From an optimization exercise on the open Yosys and OpenROAD flow, aimed at small area, a short achievable clock period and few clock cycles per item; shortcuts taken in it are not production practice.
The RTL was checked by simulation tests, not by an equivalence proof against the original design.

==> flow/design.v (outline; a module is shown in full before it is edited, if it fits) <==
// module le_csadd: 14 lines
// module le_div: 101 lines
// module le_div4: 101 lines
// module le_divsqrt: 103 lines
// module le_sqrt: 64 lines
// module le_mul_s31x24: 1309 lines
// module loop_engine: 613 lines
module loop_engine (
    input  wire               clk,
    input  wire               rst,
    input  wire               start,
    input  wire               restart,
    output wire               ready,
    output reg                done,
    input  wire signed [19:0] p_d,          
    input  wire signed [19:0] v_d,          
    input  wire signed [23:0] a_d,          
    input  wire signed [19:0] p_m,          
    input  wire signed [19:0] v_m,          
    input  wire        [1:0]  sigma,        
    input  wire signed [15:0] f_est,        
    input  wire signed [15:0] base,         
    input  wire               homed,
    input  wire        [15:0] force_cap,    
    input  wire               open_dir,
    input  wire        [23:0] scale,        
    input  wire        [23:0] vmax_hard,    
    input  wire signed [19:0] pos_min,      
    input  wire signed [19:0] pos_max,      
    input  wire        [15:0] mass,         
    input  wire        [23:0] kf,           
    input  wire        [15:0] ke_close,     
    input  wire        [15:0] ke_open,      
    input  wire        [23:0] nose_len,     
    input  wire        [19:0] nose_vmax,    
    input  wire        [23:0] nose_decel,   
    input  wire        [15:0] force_close,  
    input  wire        [15:0] force_open,   
    input  wire        [15:0] sel_hyst,     
    input  wire        [7:0]  sel_frames,   
    input  wire        [15:0] track_margin, 
    input  wire        [15:0] i_max,        
    input  wire        [15:0] id_ref,       
    input  wire        [23:0] pos_kp,       
    input  wire        [23:0] vel_kp,
    input  wire        [23:0] vel_ki,
    input  wire        [23:0] acc_ff,
    input  wire        [23:0] force_ki,
    output reg  signed [17:0] iq,           
    output reg         [23:0] v_ke,         
    output reg         [23:0] v_nose,       
    output wire        [2:0]  selected,     
    output wire        [2:0]  reported,     
    output wire               i_limited     
);
  // ...
==> flow/run.sh <==
#!/bin/bash
# synth_recipe.tcl (not shown) runs the flow's synth.tcl, then flattens the netlist and writes it again
# the make line also repeats each setting of config.mk as NAME=value (left out here)
make -C /OpenROAD-flow-scripts/flow DESIGN_CONFIG=/design/flow/config.mk WORK_HOME=/design/flow/orfs CLKGATE_MAP_FILE= SYNTH_SCRIPT=/design/flow/synth_recipe.tcl finish
==> flow/config.mk <==
export PLATFORM = sky130hd
export DESIGN_NAME = loop_engine
export DESIGN_NICKNAME = loop_engine
export VERILOG_FILES = /design/flow/design.v
export SDC_FILE = /design/flow/constraint.sdc
export NUM_CORES = 8
export LEC_CHECK = 0
export CAP_MARGIN = 20
export CORE_MARGIN = 2
export CORE_UTILIZATION = 40
export PLACE_DENSITY = 0.6
export SLEW_MARGIN = 20
==> flow/constraint.sdc <==
create_clock -name core_clock -period 25.0 [get_ports {clk}]
set_input_delay 5.0000 -clock core_clock [delete_from_list [all_inputs] [get_ports {clk}]]
set_output_delay 5.0000 -clock core_clock [all_outputs]
set_load 0.01 [all_outputs]
==> qor.txt, run 1 <==
Crit start category -> flip-flop
Met1 WL -> 362.5 mm
DP HPWL -> 748.7 mm
Gpl congestion -> 1.106
Starting Density -> 40.09%
Critical Path Stages -> 27
Crit end category -> flip-flop
Share of layout cells above drive strength 1 -> 6.496%
Adder-cell share of the synthesized area -> 17.10%
Clk Latency, worst-skew pair -> 1.03 ns
Vias in the first global route -> 160,581
WL met3 -> 113.0 mm
WL final -> 964.5 mm
Fin util -> 45.20%
Worst r2r path cells -> 27
Skew final -> 0.1253 ns
Post-route DRC violation count -> 0
Clk slew on worst S/H paths -> 0.06 ns
XOR/XNOR Fraction of Synth Area -> 5.324%
GR Util met1 -> 51.35%
M3 GR Usage -> 12.74%
EDFF count, synth -> 1,593
Post-route insts no fill -> 27,197
ClkCell Share -> 3.890%
I/O pins -> 687
Post-Synthesis Cells -> 20,785
Overall global routing resource usage -> 41.45%
Hold EP -> top_r[13]$_DFFE_PP_
Fmax -> 105.9 MHz
Status -> timing/DRC/antenna clean
Clk buf depth -> 4
Netlist Area Pre-Place -> 176,700 µm²
Worst Setup EP -> t_im[5]$_DFFE_PP_
ANT nets after route -> 0
Mapped Nets -> 23,381
Worst hold start -> out_r[13]$_SDFFCE_PN0P_
Final hold vios -> 0
Worst-margin pin slew -> 1.369 ns
Testbench counts, summed over its fixed seeds: cycles 64,183, frames 1,920.
==> module le_divsqrt, before the edit <==
module le_divsqrt #(
    parameter RW = 24,
    parameter NW = 51,
    parameter SK = 8,
    parameter CW = 6
,
    parameter SL   = 3) (
    input  wire          clk,
    input  wire          rst,
    input  wire          ld,
    input  wire          ld_sq,
    input  wire [RW:0]   ld_r0,
    input  wire [NW-1:0] ld_nq,
    input  wire [RW-1:0] ld_d,
    input  wire [CW-1:0] ld_cnt,
    output wire          busy,
    output reg           ovf,
    output wire [NW-1:0] q,
    output reg  [23:0]   y
);
    reg  [RW-1:0] r;
    reg  [NW-1:0] nq;
    reg  [CW-1:0] cnt;
    reg           dbusy;
    reg           sq, nz, sv;
    reg  [25:0]   rs_;
    reg  [RW-1:0] d;
    assign q    = nq;
    assign busy = dbusy || sv;
    reg [RW-1:0] rr [0:2];
    reg [NW-1:0] qq [0:2];
    reg [RW:0]   t;
    integer i;
    always @* begin
        rr[0] = r;
        qq[0] = nq;
        for (i = 0; i < 2; i = i + 1) begin
            t = {rr[i], qq[i][NW-1]} - {1'b0, d};
            if (!t[RW]) rr[i+1] = t[RW-1:0];
            else        rr[i+1] = {rr[i][RW-2:0], qq[i][NW-1]};
            qq[i+1] = {qq[i][NW-2:0], !t[RW]};
        end
    end
    localparam S1 = 2 * SK, S2 = SK, S3 = SK / 2;
    wire [RW+S1-1:0] rs1 = {r, nq[NW-1 -: S1]};
    wire [RW+S2-1:0] rs2 = {r, nq[NW-1 -: S2]};
    wire [RW+S3-1:0] rs3 = {r, nq[NW-1 -: S3]};
    wire nsk = sq && nz;
    wire sk1 = (SL == 2 || SL == 3) && !nsk && (cnt >= S1) && (rs1 < {{S1{1'b0}}, d});
    wire sk2 = !nsk && (cnt >= S2) && (rs2 < {{S2{1'b0}}, d});
    wire sk3 = (SL >= 3) && !nsk && (cnt >= S3) && (rs3 < {{S3{1'b0}}, d});
    wire [27:0] s4 = {rs_, nq[1:0]};
    wire [27:0] st = s4 - {2'b00, y, 2'b01};
    always @(posedge clk) begin
        if (rst) begin
            dbusy <= 1'b0;
            sv    <= 1'b0;
        end else if (ld) begin
            ovf   <= (ld_r0 >= {1'b0, ld_d});
            dbusy <= (ld_r0 < {1'b0, ld_d}) && (ld_cnt != 0);
            r     <= ld_r0[RW-1:0];
            nq    <= ld_nq;
            cnt   <= ld_cnt;
            d     <= ld_d;
            sq    <= ld_sq;
            nz    <= 1'b0;
            sv    <= 1'b0;
            rs_   <= 26'd0;
            y     <= 24'd0;
        end else begin
            sv <= 1'b0;
            if (sv) begin
                if (!st[27]) begin rs_ <= st[25:0]; y <= {y[22:0], 1'b1}; end
                else         begin rs_ <= s4[25:0]; y <= {y[22:0], 1'b0}; end
            end
            if (dbusy) begin
                if (sk1) begin
                    r   <= rs1[RW-1:0];
                    nq  <= {nq[NW-S1-1:0], {S1{1'b0}}};
                    cnt <= cnt - S1;
                    if (cnt == S1) dbusy <= 1'b0;
                end else if (sk2) begin
                    r   <= rs2[RW-1:0];
                    nq  <= {nq[NW-S2-1:0], {S2{1'b0}}};
                    cnt <= cnt - S2;
                    if (cnt == S2) dbusy <= 1'b0;
                end else if (sk3) begin
                    r   <= rs3[RW-1:0];
                    nq  <= {nq[NW-S3-1:0], {S3{1'b0}}};
                    cnt <= cnt - S3;
                    if (cnt == S3) dbusy <= 1'b0;
                end else begin
                    r   <= rr[2];
                    nq  <= qq[2];
                    cnt <= cnt - 2'd2;
                    if (cnt == 2) dbusy <= 1'b0;
                    sv  <= sq;
                    if (qq[2][1:0] != 2'b00) nz <= 1'b1;
                end
            end
        end
    end
endmodule
==> run 2, diff against run 1 <==
--- a/flow/design.v
+++ b/flow/design.v
@@ -14,103 +14,2 @@
 endmodule
-module le_div #(
-    parameter RW   = 24,   
-    parameter NW   = 51,   
-    parameter K    = 2,
-    parameter SK   = 8,
-    parameter CW   = 6,
-    parameter DREG = 0
-,
-    parameter SL   = 3,
-    parameter EXT  = 0     
-) (
-    input  wire          clk,
-    input  wire          rst,
-    input  wire          ld,
-    input  wire [RW:0]   ld_r0,
-    input  wire [NW-1:0] ld_nq,
-    input  wire [RW-1:0] ld_d,
-    input  wire [CW-1:0] ld_cnt,
-    input  wire          ld_ext,
-    output wire          busy,
-    output wire          busy_nx,          
-    output reg           ovf,
-    output wire [NW-1:0] q
-);
-    reg  [RW-1:0] r;
-    reg  [RW-1:0] d_r;
-    reg           busy_r, ext_p;
-    assign busy = busy_r || (ovf && ext_p);
-    wire [RW+NW-1:0] rnq_x = {r, nq} >> EXT;       
-    reg  [NW-1:0] nq;
-    reg  [CW-1:0] cnt;
-    wire [RW-1:0] d = DREG ? d_r : ld_d;
-    assign q = nq;
-    reg [RW-1:0] rr [0:K];
-    reg [NW-1:0] qq [0:K];
-    reg [RW:0]   t;
-    integer i;
-    always @* begin
-        rr[0] = r;
-        qq[0] = nq;
-        for (i = 0; i < K; i = i + 1) begin
-            t = {rr[i], qq[i][NW-1]} - {1'b0, d};
-            if (!t[RW]) rr[i+1] = t[RW-1:0];
-            else        rr[i+1] = {rr[i][RW-2:0], qq[i][NW-1]};
-            qq[i+1] = {qq[i][NW-2:0], !t[RW]};
-        end
-    end
-    localparam S1 = 2 * SK, S2 = SK, S3 = SK / 2;
-    wire [RW+S1-1:0] rs1 = {r, nq[NW-1 -: S1]};
-    wire [RW+S2-1:0] rs2 = {r, nq[NW-1 -: S2]};
-    wire [RW+S3-1:0] rs3 = {r, nq[NW-1 -: S3]};
-    wire sk1 = (SL == 2 || SL == 3) && (cnt >= S1) && (rs1 < {{S1{1'b0}}, d});
-    wire sk2 = (cnt >= S2) && (rs2 < {{S2{1'b0}}, d});
-    wire sk3 = (SL >= 3) && (S3 % K == 0) && (S3 > K) && (cnt >= S3) && (rs3 < {{S3{1'b0}}, d});
-    wire fin = (sk1 && cnt == S1) || (!sk1 && sk2 && cnt == S2) || (!sk1 && !sk2 && sk3 && cnt == S3) ||
-               (!sk1 && !sk2 && !sk3 && cnt == K);
-    assign busy_nx = (ovf && ext_p) ? ((r >> EXT) < d) : (busy_r && !fin);
-    always @(posedge clk) begin
-        if (rst) begin
-            busy_r <= 1'b0;
-            ext_p  <= 1'b0;
-        end else if (ld) begin
-            ovf    <= (ld_r0 >= {1'b0, ld_d});
-            busy_r <= (ld_r0 < {1'b0, ld_d}) && (ld_cnt != 0);
-            ext_p  <= ld_ext;
-            r      <= ld_r0[RW-1:0];
-            nq     <= ld_nq;
-            d_r    <= ld_d;
-            cnt    <= ld_cnt;
-        end else if (ovf && ext_p) begin
-            ext_p  <= 1'b0;
-            r      <= r >> EXT;
-            nq     <= rnq_x[NW-1:0];
-            cnt    <= cnt + EXT;
-            ovf    <= ((r >> EXT) >= d);
-            busy_r <= ((r >> EXT) < d);
-        end else if (busy_r) begin
-            if (sk1) begin
-                r   <= rs1[RW-1:0];
-                nq  <= {nq[NW-S1-1:0], {S1{1'b0}}};
-                cnt <= cnt - S1;
-                if (cnt == S1) busy_r <= 1'b0;
-            end else if (sk2) begin
-                r   <= rs2[RW-1:0];
-                nq  <= {nq[NW-S2-1:0], {S2{1'b0}}};
-                cnt <= cnt - S2;
-                if (cnt == S2) busy_r <= 1'b0;
-            end else if (sk3) begin
-                r   <= rs3[RW-1:0];
-                nq  <= {nq[NW-S3-1:0], {S3{1'b0}}};
-                cnt <= cnt - S3;
-                if (cnt == S3) busy_r <= 1'b0;
-            end else begin
-                r   <= rr[K];
-                nq  <= qq[K];
-                cnt <= cnt - K;
-                if (cnt == K) busy_r <= 1'b0;
-            end
-        end
-    end
-endmodule
 module le_div4 #(
@@ -245,16 +144,21 @@
     assign busy = dbusy || sv;
-    reg [RW-1:0] rr [0:2];
-    reg [NW-1:0] qq [0:2];
-    reg [RW:0]   t;
-    integer i;
+    wire [RW+1:0] r4  = {r, nq[NW-1:NW-2]};
+    wire [RW+2:0] t1  = {1'b0, r4} - {3'b000, d};
+    wire [RW+2:0] t2  = {1'b0, r4} - {2'b00, d, 1'b0};
+    wire [RW+2:0] c3a = {1'b0, r4};
+    wire [RW+2:0] c3b = ~{3'b000, d};
+    wire [RW+2:0] c3c = ~{2'b00, d, 1'b0};
+    wire [RW+2:0] c3s = c3a ^ c3b ^ c3c;
+    wire [RW+2:0] c3k = {(c3a[RW+1:0] & c3b[RW+1:0]) | (c3a[RW+1:0] & c3c[RW+1:0]) | (c3b[RW+1:0] & c3c[RW+1:0]), 1'b1};
+    wire [RW+2:0] t3  = c3s + c3k + {{(RW+2){1'b0}}, 1'b1};
+    reg  [RW-1:0] rn;
+    reg  [1:0]    qd;
     always @* begin
-        rr[0] = r;
-        qq[0] = nq;
-        for (i = 0; i < 2; i = i + 1) begin
-            t = {rr[i], qq[i][NW-1]} - {1'b0, d};
-            if (!t[RW]) rr[i+1] = t[RW-1:0];
-            else        rr[i+1] = {rr[i][RW-2:0], qq[i][NW-1]};
-            qq[i+1] = {qq[i][NW-2:0], !t[RW]};
-        end
+        if (!t3[RW+2])      begin rn = t3[RW-1:0]; qd = 2'd3; end
+        else if (!t2[RW+2]) begin rn = t2[RW-1:0]; qd = 2'd2; end
+        else if (!t1[RW+2]) begin rn = t1[RW-1:0]; qd = 2'd1; end
+        else                begin rn = r4[RW-1:0]; qd = 2'd0; end
     end
+    wire [RW-1:0] rr2 = rn;
+    wire [NW-1:0] qq2 = {nq[NW-3:0], qd};
     localparam S1 = 2 * SK, S2 = SK, S3 = SK / 2;
@@ -308,4 +212,4 @@
                 end else begin
-                    r   <= rr[2];
-                    nq  <= qq[2];
+                    r   <= rr2;
+                    nq  <= qq2;
                     cnt <= cnt - 2'd2;
@@ -313,3 +217,3 @@
                     sv  <= sq;
-                    if (qq[2][1:0] != 2'b00) nz <= 1'b1;
+                    if (qd != 2'b00) nz <= 1'b1;
                 end
@@ -383,8 +287,7 @@
 endmodule
-module le_mul_s31x24 (
+module le_mul_s31x24e (
     input  wire [30:0] a,
-    input  wire [23:0] b,
+    input  wire [38:0] d,      
     output wire [54:0] p
 );
-    wire [26:0] bx = {2'b00, b, 1'b0};
     wire one0, two0, neg0;
@@ -474,5 +377,5 @@
     wire t737, t738, t739, t740, t741, t742, t743, t744;
-    assign one0 = bx[0] ^ bx[1];
-    assign two0 = (bx[2] & ~bx[1] & ~bx[0]) | (~bx[2] & bx[1] & bx[0]);
-    assign neg0 = bx[2];
+    assign one0 = d[0];
+    assign two0 = d[13];
+    assign neg0 = d[26];
     assign pp0[0] = ((one0 & a[0]) | (two0 & 1'b0)) ^ neg0;
@@ -510,5 +413,5 @@
     assign sn0 = ~pp0[31];
-    assign one1 = bx[2] ^ bx[3];
-    assign two1 = (bx[4] & ~bx[3] & ~bx[2]) | (~bx[4] & bx[3] & bx[2]);
-    assign neg1 = bx[4];
+    assign one1 = d[1];
+    assign two1 = d[14];
+    assign neg1 = d[27];
     assign pp1[0] = ((one1 & a[0]) | (two1 & 1'b0)) ^ neg1;
@@ -546,5 +449,5 @@
     assign sn1 = ~pp1[31];
-    assign one2 = bx[4] ^ bx[5];
-    assign two2 = (bx[6] & ~bx[5] & ~bx[4]) | (~bx[6] & bx[5] & bx[4]);
-    assign neg2 = bx[6];
+    assign one2 = d[2];
+    assign two2 = d[15];
+    assign neg2 = d[28];
     assign pp2[0] = ((one2 & a[0]) | (two2 & 1'b0)) ^ neg2;
@@ -582,5 +485,5 @@
     assign sn2 = ~pp2[31];
-    assign one3 = bx[6] ^ bx[7];
-    assign two3 = (bx[8] & ~bx[7] & ~bx[6]) | (~bx[8] & bx[7] & bx[6]);
-    assign neg3 = bx[8];
+    assign one3 = d[3];
+    assign two3 = d[16];
+    assign neg3 = d[29];
     assign pp3[0] = ((one3 & a[0]) | (two3 & 1'b0)) ^ neg3;
@@ -618,5 +521,5 @@
     assign sn3 = ~pp3[31];
-    assign one4 = bx[8] ^ bx[9];
-    assign two4 = (bx[10] & ~bx[9] & ~bx[8]) | (~bx[10] & bx[9] & bx[8]);
-    assign neg4 = bx[10];
+    assign one4 = d[4];
+    assign two4 = d[17];
+    assign neg4 = d[30];
     assign pp4[0] = ((one4 & a[0]) | (two4 & 1'b0)) ^ neg4;
@@ -654,5 +557,5 @@
     assign sn4 = ~pp4[31];
-    assign one5 = bx[10] ^ bx[11];
-    assign two5 = (bx[12] & ~bx[11] & ~bx[10]) | (~bx[12] & bx[11] & bx[10]);
-    assign neg5 = bx[12];
+    assign one5 = d[5];
+    assign two5 = d[18];
+    assign neg5 = d[31];
     assign pp5[0] = ((one5 & a[0]) | (two5 & 1'b0)) ^ neg5;
@@ -690,5 +593,5 @@
     assign sn5 = ~pp5[31];
-    assign one6 = bx[12] ^ bx[13];
-    assign two6 = (bx[14] & ~bx[13] & ~bx[12]) | (~bx[14] & bx[13] & bx[12]);
-    assign neg6 = bx[14];
+    assign one6 = d[6];
+    assign two6 = d[19];
+    assign neg6 = d[32];
     assign pp6[0] = ((one6 & a[0]) | (two6 & 1'b0)) ^ neg6;
@@ -726,5 +629,5 @@
     assign sn6 = ~pp6[31];
-    assign one7 = bx[14] ^ bx[15];
-    assign two7 = (bx[16] & ~bx[15] & ~bx[14]) | (~bx[16] & bx[15] & bx[14]);
-    assign neg7 = bx[16];
+    assign one7 = d[7];
+    assign two7 = d[20];
+    assign neg7 = d[33];
     assign pp7[0] = ((one7 & a[0]) | (two7 & 1'b0)) ^ neg7;
@@ -762,5 +665,5 @@
     assign sn7 = ~pp7[31];
-    assign one8 = bx[16] ^ bx[17];
-    assign two8 = (bx[18] & ~bx[17] & ~bx[16]) | (~bx[18] & bx[17] & bx[16]);
-    assign neg8 = bx[18];
+    assign one8 = d[8];
+    assign two8 = d[21];
+    assign neg8 = d[34];
     assign pp8[0] = ((one8 & a[0]) | (two8 & 1'b0)) ^ neg8;
@@ -798,5 +701,5 @@
     assign sn8 = ~pp8[31];
-    assign one9 = bx[18] ^ bx[19];
-    assign two9 = (bx[20] & ~bx[19] & ~bx[18]) | (~bx[20] & bx[19] & bx[18]);
-    assign neg9 = bx[20];
+    assign one9 = d[9];
+    assign two9 = d[22];
+    assign neg9 = d[35];
     assign pp9[0] = ((one9 & a[0]) | (two9 & 1'b0)) ^ neg9;
@@ -834,5 +737,5 @@
     assign sn9 = ~pp9[31];
-    assign one10 = bx[20] ^ bx[21];
-    assign two10 = (bx[22] & ~bx[21] & ~bx[20]) | (~bx[22] & bx[21] & bx[20]);
-    assign neg10 = bx[22];
+    assign one10 = d[10];
+    assign two10 = d[23];
+    assign neg10 = d[36];
     assign pp10[0] = ((one10 & a[0]) | (two10 & 1'b0)) ^ neg10;
@@ -870,5 +773,5 @@
     assign sn10 = ~pp10[31];
-    assign one11 = bx[22] ^ bx[23];
-    assign two11 = (bx[24] & ~bx[23] & ~bx[22]) | (~bx[24] & bx[23] & bx[22]);
-    assign neg11 = bx[24];
+    assign one11 = d[11];
+    assign two11 = d[24];
+    assign neg11 = d[37];
     assign pp11[0] = ((one11 & a[0]) | (two11 & 1'b0)) ^ neg11;
@@ -906,5 +809,5 @@
     assign sn11 = ~pp11[31];
-    assign one12 = bx[24] ^ bx[25];
-    assign two12 = (bx[26] & ~bx[25] & ~bx[24]) | (~bx[26] & bx[25] & bx[24]);
-    assign neg12 = bx[26];
+    assign one12 = d[12];
+    assign two12 = d[25];
+    assign neg12 = d[38];
     assign pp12[0] = ((one12 & a[0]) | (two12 & 1'b0)) ^ neg12;
@@ -1754,2 +1657,3 @@
     reg        closing_r, act2_r, act3_r, act4_r, nose_on, sFF, rdn;
+    reg        xql;                          
     reg signed [20:0] ra;                    
@@ -1771,3 +1675,16 @@
     reg  [59:0] MA;
-    reg  [23:0] MB;
+    reg  [38:0] MBD;                         
+    function [38:0] benc;
+        input [23:0] b;
+        reg [26:0] bx;
+        integer i;
+        begin
+            bx = {2'b00, b, 1'b0};
+            for (i = 0; i < 13; i = i + 1) begin
+                benc[i]      = bx[2*i] ^ bx[2*i+1];
+                benc[13 + i] = (bx[2*i+2] & ~bx[2*i+1] & ~bx[2*i]) | (~bx[2*i+2] & bx[2*i+1] & bx[2*i]);
+                benc[26 + i] = bx[2*i+2];
+            end
+        end
+    endfunction
     reg         msig;                        
@@ -1777,3 +1694,3 @@
     wire        [55:0] prod = {prod55[54], prod55};
-    le_mul_s31x24 u_mul (.a(ma_s), .b(MB), .p(prod55));
+    le_mul_s31x24e u_mul (.a(ma_s), .d(MBD), .p(prod55));
     reg  [54:0] WH;
@@ -1834,3 +1751,3 @@
     wire        [15:0] im_m   = im_t[16] ? 16'd0 : im_t[15:0];
-    wire        [24:0] dln    = {4'd0, rd} - {1'b0, nose_len};
+    wire        [24:0] dln    = {4'd0, rd[20] ? 21'd0 : rd} - {1'b0, nose_len};
     wire        w_ke   = (st == S_A0) ? (ps == 3'd2) : c_p2;
@@ -1845,5 +1762,11 @@
     wire [59:0] al_res;
-    le_csadd #(.W(60)) u_aladd (.a(al_x), .b(al_yy), .ci(al_ci), .s(al_res));
+    wire [30:0] al_lo  = {1'b0, al_x[29:0]} + {1'b0, al_yy[29:0]} + {30'd0, al_ci};
+    wire [29:0] al_hi0 = al_x[59:30] + al_yy[59:30];
+    wire [29:0] al_hi1 = al_x[59:30] + al_yy[59:30] + 30'd1;
+    wire [29:0] al_hi  = al_lo[30] ? al_hi1 : al_hi0;
+    assign al_res = {al_hi, al_lo[29:0]};
+    wire        al_ovf0 = (al_hi0[29:5] != {25{al_hi0[29]}});
+    wire        al_ovf1 = (al_hi1[29:5] != {25{al_hi1[29]}});
     wire signed [59:0] al_s = al_res;
-    wire               al_ovf = (al_res[59:35] != {25{al_res[59]}});
+    wire               al_ovf = al_lo[30] ? al_ovf1 : al_ovf0;
     wire signed [35:0] al_sat = al_ovf ? {al_res[59], {35{~al_res[59]}}} : al_res[35:0];
@@ -1907,2 +1830,3 @@
     wire do_cl   = (st == S_CL) || cl_fast;
+    wire do_cl_d = (st == S_CL) || ((st == 6'd26 || st == S_COL) && col_end);
     wire col_end = (u1d || al_k == 3'd1) && (u2d || al_k == 3'd2) && (u3d || al_k == 3'd3) &&
@@ -1917,4 +1841,6 @@
     wire        lim_new = lim_hi || lim_lo;
-    wire [7:0]  run_new = (sm == ps) ? ((run == 8'hFF) ? 8'hFF : run + 8'd1) : 8'd1;
+    wire [7:0]  run_new = (sm == ps0) ? ((run0 == 8'hFF) ? 8'hFF : run0 + 8'd1) : 8'd1;
     reg  [2:0]  r0;
+    reg  [2:0]  ps0;                         
+    reg  [7:0]  run0;
     reg  [3:0]  r0h;                         
@@ -2014,2 +1940,3 @@
     wire tail_adv_pend = ((|th) || tgo) && t_adv;
+    wire ds_blk        = tail_adv_pend && (t_s != 3'd4);
     wire restart_now   = (st == S_IDLE) && start && restart;
@@ -2073,7 +2000,11 @@
         case (st)
-            6'd6:  begin                                     
-                stall = tail_adv_pend && (t_s != 3'd4);      
-                ds_ld = !stall; ds_sq = 1'b1;
+            6'd6:  begin
+                ds_ld = !ds_blk; ds_sq = 1'b1;
+            end
+            6'd8:  begin
+                stall = !xql && ds_blk;
+                ds_ld = !xql && !ds_blk; ds_sq = 1'b1;
             end
             6'd7:  begin
+                ds_ld = !xql && !ds_blk; ds_sq = 1'b1;
                 stall = tail_adv_pend && (t_s == 3'd4);      
@@ -2102,4 +2033,5 @@
     wire col_nx = (st == 6'd21) || (col_r && !(col_end && (st == 6'd26 || st == S_COL)));
-    wire u4_nx  = !(u4d || op4) && !en2_bnx;      
-    wire u1_nx  = !(u1d || op1) && !ew_bnx;
+    wire col_clr = (st == 6'd21);
+    wire u4_nx  = !((u4d && !col_clr) || op4) && !en2_bnx;    
+    wire u1_nx  = !((u1d && !col_clr) || op1) && !ew_bnx;
     always @(posedge clk) begin
@@ -2130,2 +2062,4 @@
             a2p <= 2'b00; a3p <= 2'b00;
+            vnd <= 1'b0; vkd <= 1'b0; ild <= 1'b0; p2i <= 1'b0; p3i <= 1'b0;
+            u1d <= 1'b0; u2d <= 1'b0; u3d <= 1'b0; u4d <= 1'b0; mv <= 1'b0; a1l <= 1'b0;
         end else if (!stall) begin
@@ -2135,2 +2069,4 @@
             if (st != S_IDLE && st != S_COL) st <= st + 6'd1;
+            if (st == S_IDLE) xql <= 1'b0;
+            else if (ds_ld && ds_sq) xql <= 1'b1;
             if (col_on) begin
@@ -2148,4 +2084,4 @@
                 a3p <= {a3p[0], c_p3};
-                if (c_p2) begin p2i <= 1'b1; MA <= {{34{w[25]}}, w}; msig <= 1'b1; MB <= vel_kp; sw2 <= w[25]; end
-                if (c_p3) begin p3i <= 1'b1; MA <= {{34{w[25]}}, w}; msig <= 1'b1; MB <= vel_kp; sw3 <= w[25]; end
+                if (c_p2) begin p2i <= 1'b1; MA <= {{34{w[25]}}, w}; msig <= 1'b1; MBD <= benc(vel_kp); sw2 <= w[25]; end
+                if (c_p3) begin p3i <= 1'b1; MA <= {{34{w[25]}}, w}; msig <= 1'b1; MBD <= benc(vel_kp); sw3 <= w[25]; end
                 case (al_k)
@@ -2174,3 +2110,3 @@
                     sFF       <= sd_neg ^ a_d[23];
-                    ra        <= v_d - v_m;
+                    ra        <= {v_d[19], v_d};                     
                     rnvm      <= sd_neg ? {v_m[19], v_m} : -{v_m[19], v_m};
@@ -2179,4 +2115,4 @@
                     rfcap     <= fcap0;
-                    rd        <= d_raw[20] ? 21'd0 : d_raw;
-                    MA <= {44'd0, ke_sel0}; MB <= scale;                
+                    rd        <= d_raw;                              
+                    MA <= {44'd0, ke_sel0}; MBD <= benc(scale);                
                 end
@@ -2185,7 +2121,10 @@
                 rdn     <= dln[24] || !homed;                        
+                ra      <= sdn ? (ra - rnvm) : (ra + rnvm);          
                 rd      <= dln[20:0];                                
                 rfb     <= $signed({2'b00, rfcap}) + base;
-                MA <= {44'd0, mass}; MB <= 24'd10000;                
+                MA <= {44'd0, mass}; MBD <= benc(24'd10000);                
             end
             6'd2: begin
+                ps0  <= ps;
+                run0 <= run;
                 nose_on <= !rdn && (rd != 21'd0);
@@ -2195,3 +2134,3 @@
                 r0_ok <= act_of((pr == 3'd5) ? ps : pr, act2_r, act3_r, act4_r) && (((pr == 3'd5) ? ps : pr) != 3'd0);
-                MA <= {20'd0, PR[39:0]}; MB <= scale;                
+                MA <= {20'd0, PR[39:0]}; MBD <= benc(scale);                
                 rfc <= {rfb[17], rfb} + (sdn ? {{3{f_est[15]}}, f_est} : ~{{3{f_est[15]}}, f_est}) + {18'd0, !sdn};
@@ -2202,3 +2141,3 @@
                 WH <= PR[54:0];
-                MA <= {30'd0, T[29:0]}; MB <= acc_ff;                
+                MA <= {30'd0, T[29:0]}; MBD <= benc(acc_ff);                
             end
@@ -2206,16 +2145,16 @@
                 WH <= wh_sum; WL <= WH[29:0];   
-                MA <= {42'd0, fb_abs}; MB <= 24'd100000;             
+                MA <= {42'd0, fb_abs}; MBD <= benc(24'd100000);             
                 T  <= {35'd0, {6'd0, mass, 2'b00} + {8'd0, mass}};   
             end
-            6'd6: begin MA <= {6'd0, PR[53:0]}; MB <= AR[23:0]; end    
-            6'd7: begin T <= {42'd0, im_t}; end                         
+            6'd6: begin MA <= {6'd0, PR[53:0]}; MBD <= benc(AR[23:0]); end    
             6'd8: begin
                 WH <= PR[54:0];
-                MA <= {36'd0, scale}; MB <= kf;                      
+                MA <= {36'd0, scale}; MBD <= benc(kf);                      
             end
             6'd9: begin
+                T  <= {42'd0, im_t};                                 
                 WH <= wh_sum; WL <= WH[29:0];   
-                MA <= {40'd0, nose_vmax}; MB <= {4'd0, nose_vmax};   
+                MA <= {40'd0, nose_vmax}; MBD <= benc({4'd0, nose_vmax});   
             end
-            6'd10: begin MA <= {38'd0, rd[20:0], 1'b0}; MB <= nose_decel; end     
+            6'd10: begin MA <= {38'd0, rd[20:0], 1'b0}; MBD <= benc(nose_decel); end     
             6'd11: begin WH <= PR[54:0]; AR <= {{39{rb[20]}}, rb}; end
@@ -2223,6 +2162,6 @@
                 WH <= wh_sum;                                        
-                MA <= {{39{AR[20]}}, AR[20:0]}; msig <= 1'b1; MB <= pos_kp;   
+                MA <= {{39{AR[20]}}, AR[20:0]}; msig <= 1'b1; MBD <= benc(pos_kp);   
             end
             6'd13: begin
-                MA <= {42'd0, fc_abs}; MB <= force_ki;               
+                MA <= {42'd0, fc_abs}; MBD <= benc(force_ki);               
             end
@@ -2230,3 +2169,3 @@
                 AR <= al_res;                                        
-                MA <= {43'd0, im_p}; MB <= T[16] ? 24'd0 : {8'd0, T[15:0]};    
+                MA <= {43'd0, im_p}; MBD <= benc(T[16] ? 24'd0 : {8'd0, T[15:0]});    
             end
@@ -2235,3 +2174,3 @@
                 se <= AR[59];
-                MA <= {18'd0, PR[41:0]}; MB <= 24'd100000;           
+                MA <= {18'd0, PR[41:0]}; MBD <= benc(24'd100000);           
             end
@@ -2240,3 +2179,3 @@
                 WH <= PR[54:0];
-                MA <= AR[59:0]; MB <= vel_kp;                        
+                MA <= AR[59:0]; MBD <= benc(vel_kp);                        
             end
@@ -2253,3 +2192,3 @@
                 AR <= al_res;                                        
-                MA <= W2[59:0]; MB <= vel_ki;                        
+                MA <= W2[59:0]; MBD <= benc(vel_ki);                        
             end
@@ -2266,3 +2205,3 @@
             endcase
-            if (do_cl) begin
+            if (do_cl_d) begin
                 out_r <= out_new;
@@ -2273,3 +2212,2 @@
                 run   <= run_new;
-                done  <= !(!lim_new && (sm == 3'd2 || sm == 3'd3));    
                 t_s    <= sm;
@@ -2285,2 +2223,5 @@
                 t_a23  <= !lim_new && (sm == 3'd2 || sm == 3'd3);
+            end
+            if (do_cl) begin
+                done  <= !(!lim_new && (sm == 3'd2 || sm == 3'd3));    
                 a23l   <= 1'b0;
@@ -2293,5 +2234,5 @@
             case (st)
-            S_A0: begin MA <= {{34{w[25]}}, w}; msig <= 1'b1; MB <= vel_kp; end    
+            S_A0: begin MA <= {{34{w[25]}}, w}; msig <= 1'b1; MBD <= benc(vel_kp); end    
             S_A0 + 6'd2: begin AR <= al_res; end                             
-            S_A0 + 6'd3: begin MA <= AR[59:0]; MB <= vel_ki; end                
+            S_A0 + 6'd3: begin MA <= AR[59:0]; MBD <= benc(vel_ki); end                
             S_A0 + 6'd5: begin WH <= PR[54:0]; end
==> run 2 against run 1 <==
Still clean. Synthesized area hardly changed. Non-clock buffer count decreased by 16. Wire length grew 2.4%. Final area grew 0.40%. Via count is essentially flat. Hold slack worse by 0.089 ns. Sequential share of layout area is 0.24 points higher. Critical path depth decreased by 5.
==> qor.txt, run 2 <==
Post-Synthesis Cells -> 20,320 (was 20,785)
Critical path class -> flip-flop to flip-flop (unchanged)
Largest net degree at the start of global routing -> 104 (was 184)
Max-cap violation count -> 0 (unchanged)
Hold Buf Count CTS -> 0 (unchanged)
Worst r2r path cells -> 22 (was 27)
Reg-to-Reg Start -> op1$_SDFF_PP0_ (was op2$_SDFF_PP0_)
Worst Setup EP -> m[23]$_DFFE_PP_ (was t_im[5]$_DFFE_PP_)
EDFF count, synth -> 1,609 (was 1,593)
Dpl cell area -> 191,700 µm² (was 191,000 µm²)
Clk buf depth -> 4 (unchanged)
Top_reg_cell synth -> edfxtp_1 (unchanged)
Share of layout cells above drive strength 1 -> 6.491% (was 6.496%)
Count of different cell masters after synthesis -> 109 (was 115)
WP data arrival -> 9.41 ns (was 10.04 ns)
First-pass GRT wire length -> 1329 mm (was 1304 mm)
Final hold vios -> 0 (unchanged)
Initial antenna violation count -> 239 (was 167)
Worst Setup SP -> op1$_SDFF_PP0_ (was op2$_SDFF_PP0_)
Seq cells post-synth -> 1,807 (was 1,780)
Die Span Y -> 668.8 µm (was 668.7 µm)
I/O pins -> 687 (unchanged)
Synth warn -> 12 (was 14)
Mean number of vias per cell -> 6.598 (was 6.540)
Final Max Slew Viols -> 0 (unchanged)
Most common cell after layout, fill and taps aside -> nand2_1 (unchanged)
Overall global routing resource usage -> 42.52% (was 41.45%)
Fin Setup TNS -> 0 ns (unchanged)
Cells after DPL -> 26,318 (was 26,598)
Synth async-reset ratio -> 0% (unchanged)
DP HPWL -> 760.1 mm (was 748.7 mm)
Most frequent cell after synthesis -> nand2_1 (unchanged)
Reg2Reg Capture Point -> m[23]$_DFFE_PP_ (was t_im[5]$_DFFE_PP_)
Crit end category -> flip-flop (unchanged)
Postcts setup bufs -> 0 (unchanged)
DR pass1 iterations -> 15 (was 14)
Skew final -> 0.1776 ns (was 0.1253 ns)
Largest area contributor in the netlist -> edfxtp_1 (unchanged)
Crit start category -> flip-flop (unchanged)
Gpl congestion -> 1.116 (was 1.106)
R2r setup slk -> 16.12 ns (was 15.56 ns)
Fmax -> 112.7 MHz (was 105.9 MHz)
Clk slew on worst S/H paths -> 0.07 ns (was 0.06 ns)
Mapped Nets -> 22,955 (was 23,381)
Vias -> 177,940 (was 177,870)
Final Setup Violations -> 0 (unchanged)
PortBufs -> 686 (unchanged)
Post-synth top area share -> 27.33% (was 27.07%)
Mean Syn Cell Area -> 8.700 µm² (was 8.502 µm²)
Final instance area -> 200,100 µm² (was 199,300 µm²)
Starting Density -> 40.10% (was 40.09%)
Final net count -> 23,283 (was 23,525)
Post-route insts no fill -> 26,967 (was 27,197)
WP data required -> 25.54 ns (was 25.60 ns)
Clock sinks -> 1,807 (was 1,780)
Synth cell count leaders -> 2,132 x nand2_1, 1,609 x edfxtp_1, 1,522 x nor2_1 (was 2,175 x nand2_1, 1,761 x a21oi_1, 1,593 x edfxtp_1)
Post_cts resized -> 0 (unchanged)
Fillers -> 43,447 (was 43,662)
Initial DRC count -> 28,338 (was 26,515)
Ranking of synthesized cells by area -> edfxtp_1 27%, ha_1 10%, fa_1 6.4%, xnor2_1 4.5%, nand2_1 4.5% (was edfxtp_1 27%, ha_1 10%, fa_1 6.2%, a21oi_1 5.0%, nand2_1 4.6%)
Routed WL per cell -> 36.63 µm (was 35.46 µm)
RSZ-0062 raised after global routing -> false (unchanged)
Sequential share of the synthesized area -> 29.57% (was 29.19%)
Clk Latency, worst-skew pair -> 1.09 ns (was 1.03 ns)
Netlist Area Pre-Place -> 176,800 µm² (was 176,700 µm²)
Post-route DRC violation count -> 0 (unchanged)
Core region area -> 440,800 µm² (unchanged)
Die area -> 447,300 µm² (was 447,100 µm²)
Area growth, synth to finish -> 13.18% (was 12.76%)
Period utilization -> 35.51% (was 37.76%)
Hold crit path type -> flip-flop to flip-flop (unchanged)
Die W -> 668.8 µm (was 668.7 µm)
Htree depth -> 4 (unchanged)
Root buffer cell -> clkbuf_16 (unchanged)
TritonCTS buffer count -> 230 (was 226)
ANT nets after route -> 0 (unchanged)
Grt total ovfl -> 0 (unchanged)
Min Tclk post-route -> 8.877 ns (was 9.439 ns)
TritonCTS clock tree -> done (unchanged)
Status -> timing/DRC/antenna clean (unchanged)
Worst-margin pin slew -> 1.394 ns (was 1.369 ns)
Site Rows -> 244 (unchanged)
Largest registers -> AR (60), MA (60), T (59) (unchanged)
WL final -> 987.7 mm (was 964.5 mm)
Most frequent cells in the layout -> 2,119 x nand2_1, 1,609 x edfxtp_1, 1,481 x nor2_1 (was 2,167 x nand2_1, 1,753 x a21oi_1, 1,593 x edfxtp_1)
Worst Path Max Fanout -> 58 (was 53)
Relative slew slack -> 7.065% (was 8.427%)
Vias in the first global route -> 161,146 (was 160,581)
==> run 2: cell count changes after synthesis, sizes merged, moves of 83 or more <==
cell,delta
clkbuf,-93
a22oi,+252
o311a,-83
xor2,+240
o22ai,-204
buf,-102
a21oi,-392
inv,-83
a221oi,-88
nor2,+109
maj3,-126
xnor2,+246
o21ai,-170
==> run 2: area by class of cell <==
class / instances / area [µm²] / share of cell area [%]
antenna: 219 / 548.0 / 0.2739
multi-input combinational: 15866 / 115300 / 57.62
clock buffer: 287 / 6235 / 3.116
clock inverter: 141 / 1551 / 0.7755
sequential: 1807 / 52290 / 26.14
timing repair buffer: 1252 / 11170 / 5.585
tap: 5904 / 7387 / 3.692
inverter: 1491 / 5608 / 2.803
==> run 2: kinds of logic after synthesis <==
| group | after synthesis | synth area share [%] |
|---|---|---|
| AO/OA/AOI/OAI | 5940 | 22.15 |
| AND/OR/NAND/NOR | 5834 | 15.11 |
| buffers and inverters | 2647 | 5.655 |
| adder cells (fa/ha/maj) | 2025 | 16.73 |
| flip-flops | 1807 | 29.57 |
| XOR/XNOR | 1558 | 7.723 |
| multiplexers | 509 | 3.051 |
==> run 2: routing by layer <==
metal / global-route usage, % / routed length [µm] / vias up
li1: - / - / 74741
met1: 50.24 / 353600 / 86530
met2: 59.80 / 401100 / 13000
met3: 16.56 / 129900 / 3587
met4: 36.80 / 102200 / 82
met5: 1.129 / 878 / -
==> run 2: worst min-delay path by stage <==
stage                        start                 to  slack, ns  cells after the start
2_1_floorplan  run[1]$_SDFFE_PP0P_  run0[1]$_DFFE_PP_       0.41                      0
6_report       run[4]$_SDFFE_PP0P_  run0[4]$_DFFE_PP_       0.37                      0
3_5_place_dp   run[7]$_SDFFE_PP0P_  run0[7]$_DFFE_PP_       0.42                      0
3_3_place_gp   run[4]$_SDFFE_PP0P_  run0[4]$_DFFE_PP_       0.41                      0
4_1_cts        run[4]$_SDFFE_PP0P_  run0[4]$_DFFE_PP_       0.37                      0
5_1_grt        run[4]$_SDFFE_PP0P_  run0[4]$_DFFE_PP_       0.37                      0
==> run 2: stage by stage <==
step                      util, %  setup WS (ns)  hold slack, ns
final                       45.38          16.12          0.3653
after global placement      43.44          15.58          0.4135
after CTS                   45.24          16.32          0.3739
after detailed placement    43.48          15.62          0.4170
after floorplan                 -          14.31          0.4079
after global routing        45.30          15.88          0.3720
==> run 2: critical path: stages, from the launching register on <==
cell       delay [ns]
dfxtp_2          0.84
a222oi_1         0.24
nand2_4          0.36
buf_4            0.68
xor2_1           0.36
fa_1             0.50
ha_1             0.24
fa_1             0.41
xnor2_1          0.16
nor3_1           0.23
nand4_1          0.13
nor4_1           0.54
nand4_1          0.19
a2111oi_0        0.38
nand4_1          0.14
nor4_1           0.29
nand4_1          0.54
mux2i_1          0.31
or2_2            0.35
nand3_1          0.08
o21ai_0          0.16
a211oi_4         0.34
buf_4            0.78
Testbench counts of run 2, summed over its fixed seeds: cycles 63,666, frames 1,920.

==> port drivers added, routing unchanged <==
No port has a modelled driver above. Below, the same layouts with a new extraction and two added sets of constraints. Step 1 sets driving cells, clkbuf_16 on the clock port and buf_2 on the other inputs (assumed; they add their load-dependent delay and slew). Step 2, shift: input delay + t, output delay - t, t = (earliest + latest rising clock arrival at the registers) / 2. This alone moves slack from input paths to output paths. a / b / c = no drivers / after step 1 / after step 2; a / b = the first two.
run | t (ns) | slack for setup (ns) | worst register clock-pin slew, ns | worst data-port slew with drivers (ns) | pins driven straight from the clock port
run 1 | 1.106 | 15.561 / 15.561 / 14.985 | 0.07 / 0.07 | 0.33 | 1
run 2 | 1.131 | 16.123 / 16.123 / 15.484 | 0.08 / 0.08 | 0.45 | 1
After both steps setup and hold are still met in every run listed. For run 2, which loses most, drivers alone change the setup slack by 0.000 ns; drivers and shift together by -0.639 ns.
